Source: an optimization exercise on an open RTL-to-GDS flow (aim: small area, a short achievable clock period and few clock cycles per item). Production flows keep margins and buffers that such runs may drop.
In this exercise RTL edits were held to simulation tests only and were not proved equivalent to the original.

Setup of exp/raven:
Design sha256_core, start of the top module:
module sha256_core (
    input  wire         clk,
    input  wire         rst,         
    input  wire         in_valid,
    output wire         in_ready,
    input  wire [31:0]  in_data,     
    input  wire         in_first,    
    input  wire         in_last,     
    output wire         out_valid,
    input  wire         out_ready,
    output wire [255:0] out_digest   
);
    localparam [255:0] IV = 256'h6a09e667bb67ae853c6ef372a54ff53a510e527f9b05688c1f83d9ab5be0cd19;
    reg        run;              
    reg  [5:0] rnd;              
    reg        fin;              
    reg        have0;            
    reg        n_first, n_last;  
    reg        b_first, b_last;  
    reg        ovalid;
    reg        rdy;              
    reg        need;             
    reg        stq;              
    reg        free;             
    reg        s61, s62, s63;    
    reg        sch;              
    reg [31:0] w [0:15];         
    reg [31:0] a, b, c, d, e, f, g;
    reg [31:0] p;                
    reg [31:0] kt;               
    reg [31:0] H0, H1, H2, H3, H4, H5, H6, H7;
    wire [31:0] k_rom =
        ({32{rnd == 6'd0}} & 32'h71374491) |
        ({32{rnd == 6'd1}} & 32'hb5c0fbcf) |
        ({32{rnd == 6'd2}} & 32'he9b5dba5) |
        ({32{rnd == 6'd3}} & 32'h3956c25b) |
        ({32{rnd == 6'd4}} & 32'h59f111f1) |
        ({32{rnd == 6'd5}} & 32'h923f82a4) |
        ({32{rnd == 6'd6}} & 32'hab1c5ed5) |
        ({32{rnd == 6'd7}} & 32'hd807aa98) |
        ({32{rnd == 6'd8}} & 32'h12835b01) |
        ({32{rnd == 6'd9}} & 32'h243185be) |
        ({32{rnd == 6'd10}} & 32'h550c7dc3) |
        ({32{rnd == 6'd11}} & 32'h72be5d74) |
        ({32{rnd == 6'd12}} & 32'h80deb1fe) |
        ({32{rnd == 6'd13}} & 32'h9bdc06a7) |
        ({32{rnd == 6'd14}} & 32'hc19bf174) |
        ({32{rnd == 6'd15}} & 32'he49b69c1) |
        ({32{rnd == 6'd16}} & 32'hefbe4786) |
        ({32{rnd == 6'd17}} & 32'h0fc19dc6) |
        ({32{rnd == 6'd18}} & 32'h240ca1cc) |
        ({32{rnd == 6'd19}} & 32'h2de92c6f) |
  ...
Settings: LEC_CHECK=0, CAP_MARGIN=20, CORE_MARGIN=2, CORE_UTILIZATION=40, CTS_BUF_LIST=sky130_fd_sc_hd__clkbuf_4 sky130_fd_sc_hd__clkbuf_8, PLACE_DENSITY=0.6, SETUP_SLACK_MARGIN=5, SLEW_MARGIN=20; clock period 10.0 ns.
run.sh (not shown) runs the stock make flow with config.mk's settings and CLKGATE_MAP_FILE= SYNTH_SCRIPT=/design/flow/synth_recipe.tcl, a recipe that flattens the netlist after the stock synthesis.
Testbench counts of exp/raven, summed over its fixed seeds: cycles 52,684, blocks 798.
> inputs changed (exp/raven -> exp/quartz)
--- a/flow/config.mk
+++ b/flow/config.mk
@@ -9,5 +9,6 @@
 export CORE_MARGIN = 2
 export CORE_UTILIZATION = 40
-export CTS_BUF_LIST = sky130_fd_sc_hd__clkbuf_4 sky130_fd_sc_hd__clkbuf_8
+export CTS_CLUSTER_DIAMETER = 60
+export CTS_CLUSTER_SIZE = 22
 export PLACE_DENSITY = 0.6
 export SETUP_SLACK_MARGIN = 5
## What came out
- STATUS worst hold slack: exp/quartz wins against exp/raven
- The layout overhead on the synthesized area in exp/quartz sits 0.59 points below the value recorded for exp/raven.
- Between exp/raven and exp/quartz, the flow reports via count decreasing slightly.
- Between exp/raven and exp/quartz, the share of the clock period used by the worst path after layout figures differ only marginally.
- exp/raven and exp/quartz ended up with roughly the same fmax.
- Going from exp/raven to exp/quartz, non-clock buffer count about even, final period demand of the worst path rose by 12 ps, required time of the critical path went down.
- Compared with exp/raven, exp/quartz shows final worst setup slack lower by 12 ps.
Edits applied to the flow inputs when going from exp/quartz to exp/delta:
==> flow/flow/run.sh (new file) <==
#!/bin/bash
# The standard layout, with the port buffers made of the smallest buffer
# (buf_1) instead of the delay buffer buffer_ports picks by default.
set -euo pipefail
bash standard.sh "BUFFER_PORTS_ARGS=-buffer_cell sky130_fd_sc_hd__buf_1" finish > orfs_make.log 2>&1
==> flow/standard.sh (new file) <==
#!/bin/bash
# synth_recipe.tcl (not shown) runs the flow's synth.tcl, then flattens the netlist and writes it again
# the make line also repeats each setting of config.mk as NAME=value (left out here)
make -C /OpenROAD-flow-scripts/flow DESIGN_CONFIG=/design/flow/config.mk WORK_HOME=/design/flow/orfs CLKGATE_MAP_FILE= SYNTH_SCRIPT=/design/flow/synth_recipe.tcl "${@:-finish}"
--- a/flow/config.mk
+++ b/flow/config.mk
@@ -9,6 +9,6 @@
 export CORE_MARGIN = 2
 export CORE_UTILIZATION = 40
-export CTS_CLUSTER_DIAMETER = 60
-export CTS_CLUSTER_SIZE = 22
+export CTS_CLUSTER_DIAMETER = 150
+export CTS_CLUSTER_SIZE = 20
 export PLACE_DENSITY = 0.6
 export SETUP_SLACK_MARGIN = 5
removed: flow/run.sh
Notes after the runs:
Maximum single-stage delay on the critical path is lower on exp/delta. Compared with exp/quartz, exp/delta shows a layout overhead on the synthesized area that is 6.4 points lower. Lower met2 layer usage reported by global route goes to exp/delta over exp/quartz. Looking at wire length, exp/delta sits 5600 µm lower than exp/quartz does.
#### Input delta (exp/tundra over exp/delta)
--- a/flow/config.mk
+++ b/flow/config.mk
@@ -9,6 +9,4 @@
 export CORE_MARGIN = 2
 export CORE_UTILIZATION = 40
-export CTS_CLUSTER_DIAMETER = 150
-export CTS_CLUSTER_SIZE = 20
 export PLACE_DENSITY = 0.6
 export SETUP_SLACK_MARGIN = 5
Results
Compare exp/delta and exp/tundra | growth of design area from synthesis to finish lower: exp/delta
In exp/tundra, the met1 usage came out 0.29 points above the value in exp/delta.
The run showing the smaller clock-buffer cell count is exp/delta.
Taking exp/delta as the reference, in exp/tundra worst slack after detailed placement has remained practically unchanged, final area now larger.
Edits applied to the flow inputs when going from exp/tundra to exp/maple:
==> flow/run.sh (new file) <==
#!/bin/bash
# synth_recipe.tcl (not shown) runs the flow's synth.tcl, then flattens the netlist and writes it again
# the make line also repeats each setting of config.mk as NAME=value (left out here)
make -C /OpenROAD-flow-scripts/flow DESIGN_CONFIG=/design/flow/config.mk WORK_HOME=/design/flow/orfs CLKGATE_MAP_FILE= SYNTH_SCRIPT=/design/flow/synth_recipe.tcl finish
--- a/flow/config.mk
+++ b/flow/config.mk
@@ -9,4 +9,6 @@
 export CORE_MARGIN = 2
 export CORE_UTILIZATION = 40
+export CTS_CLUSTER_DIAMETER = 150
+export CTS_CLUSTER_SIZE = 20
 export PLACE_DENSITY = 0.6
 export SETUP_SLACK_MARGIN = 5
removed: flow/flow/run.sh
removed: flow/standard.sh
Findings:
exp/maple: no failed stages, no open violations at the end. | fmax | exp/tundra vs exp/maple | ≈ equal |. Worst hold margin (exp/maple over exp/tundra): decrease, 11 ps. Non-clock buffer count essentially unchanged between exp/tundra and exp/maple. Looking only at core utilization, and setting everything else aside, the lower value of exp/tundra and exp/maple goes to exp/maple. Setup slack: exp/maple less than exp/tundra. Cells: exp/maple has fewer instances than exp/tundra. Number of clock buffers in the layout (higher): exp/tundra.
--- input diff exp/maple..exp/zinc ---
==> flow/flow/run.sh (new file) <==
#!/bin/bash
# The standard layout, with the port buffers made of the smallest buffer
# (buf_1) instead of the delay buffer buffer_ports picks by default.
set -euo pipefail
bash standard.sh "BUFFER_PORTS_ARGS=-buffer_cell sky130_fd_sc_hd__buf_1" finish > orfs_make.log 2>&1
==> flow/standard.sh (new file) <==
#!/bin/bash
# synth_recipe.tcl (not shown) runs the flow's synth.tcl, then flattens the netlist and writes it again
# the make line also repeats each setting of config.mk as NAME=value (left out here)
make -C /OpenROAD-flow-scripts/flow DESIGN_CONFIG=/design/flow/config.mk WORK_HOME=/design/flow/orfs CLKGATE_MAP_FILE= SYNTH_SCRIPT=/design/flow/synth_recipe.tcl "${@:-finish}"
--- a/flow/config.mk
+++ b/flow/config.mk
@@ -6,5 +6,5 @@
 export NUM_CORES = 4
 export LEC_CHECK = 0
-export CAP_MARGIN = 20
+export CAP_MARGIN = 5
 export CORE_MARGIN = 2
 export CORE_UTILIZATION = 40
@@ -13,3 +13,3 @@
 export PLACE_DENSITY = 0.6
 export SETUP_SLACK_MARGIN = 5
-export SLEW_MARGIN = 20
+export SLEW_MARGIN = 5
removed: flow/run.sh
No stage failed in exp/zinc, and the final checks on the layout all came back clean.
exp/maple completed; timing, DRC and antenna clean
Relative to exp/maple, the routed length per instance measured on exp/zinc has decreased by a few percent.
| first-iteration DRC count | higher: exp/maple |
[compare] base=exp/maple new=exp/zinc: minimum setup slack in the final design dropped 6.2 ps, global placement routability congestion now smaller.

---

Setup of 06-19:
sha256_core, a different RTL version from the one above (not shown whole).
For scale: ~1,100 flip-flops, ~300 I/O pins, roughly 57,000 µm² of cells after synthesis.
==> flow/design.v (excerpt) <==
module sha256_core (
    input  wire         clk,
    input  wire         rst,         
    input  wire         in_valid,
    output wire         in_ready,
    input  wire [31:0]  in_data,     
    input  wire         in_first,    
    input  wire         in_last,     
    output wire         out_valid,
    input  wire         out_ready,
    output wire [255:0] out_digest   
);
clock: 10.0 ns
lec_check: 0
cap_margin: 20
core_margin: 2
core_utilization: 40
place_density: 0.6
setup_slack_margin: 5
slew_margin: 20
Stock flow here: none of the scripts above is used.
Testbench counts of 06-19, summed over its fixed seeds: cycles 52,684, blocks 798.
#### Input delta (08-07 over 06-19)
- swapping 40 for 60 in CORE_UTILIZATION
- swapping 0.6 for 0.75 in PLACE_DENSITY
--- outcome ---
- Every run (08-07 and 06-19) finished clean.
- [compare] base=06-19 new=08-07: number of standard-cell rows in the floorplan shrank by 18%, setup slack saw a decrease.

---

job 103:
sha256_core, a different RTL version from the one above (not shown whole).
Size in the first run: ~4700 cells after synthesis, ~1100 flip-flops, ~300 I/O pins.
Design sha256_core, start of the top module:
module sha256_core (
    input  wire         clk,
    input  wire         rst,         
    input  wire         in_valid,
    output wire         in_ready,
    input  wire [31:0]  in_data,     
    input  wire         in_first,    
    input  wire         in_last,     
    output wire         out_valid,
    input  wire         out_ready,
    output wire [255:0] out_digest   
);
clock: 10.0 ns
lec_check: 0
cap_margin: 20
core_margin: 2
core_utilization: 40
place_density: 0.6
slew_margin: 20
Testbench counts of job 103, summed over its fixed seeds: cycles 52,684, blocks 798.
What job 101 does differently from job 103 at the input level:
Settings: setting SETUP_SLACK_MARGIN to 4.5 for the first time.
### Flow results
Area taken by multi-input logic gates, job 101 vs job 103: up slightly
Delta (job 101 minus job 103): global-route usage now sits at about the same level, worst hold path stage count barely changed.
Delta (job 101 minus job 103): delay contributed by the slowest stage of the critical path has decreased, post-route met1 wirelength fell 2.8%, routability-driven placement congestion ratio now smaller, final cell count without fillers has increased.
Job 101 reports its uppermost layer routed as met5 while job 103 reports met4.

[static timing again, ports no longer ideal]
No port has a modelled driver above. Below, the same layouts with a new extraction and two added sets of constraints.
Step 1 assumes that a clkbuf_16 drives the clock port and a buf_2 every other input.
Step 2 moves the port delays by t, midway between the first and last clock arrival at a register: inputs arrive t later, outputs are due t later. That takes back most of the time a late clock gives input paths.
Slacks: ideal / step 1 / step 2; pairs: ideal / step 1.
run	t, ns	slack for setup (ns)	worst register clock-pin slew, ns
exp/raven	0.990	5.106 / 5.106 / 4.674	0.07 / 0.07
exp/quartz	0.802	5.093 / 5.093 / 4.749	0.09 / 0.09
exp/delta	0.800	5.070 / 5.070 / 4.883	0.10 / 0.10
exp/tundra	0.811	5.079 / 5.079 / 4.872	0.07 / 0.07
exp/maple	0.787	5.076 / 5.076 / 4.711	0.11 / 0.11
exp/zinc	0.800	5.070 / 5.070 / 4.883	0.10 / 0.10
06-19	0.832	4.818 / 4.818 / 4.269	0.07 / 0.07
08-07	0.804	4.667 / 4.667 / 4.319	0.07 / 0.07
job 103	0.803	3.810 / 3.731 / 3.962	0.07 / 0.07
job 101	0.827	4.640 / 4.557 / 4.318	0.07 / 0.07
After both steps every run listed still meets setup and hold. For 06-19, which loses most, drivers alone change the setup slack by 0.000 ns; drivers and shift together by -0.549 ns.
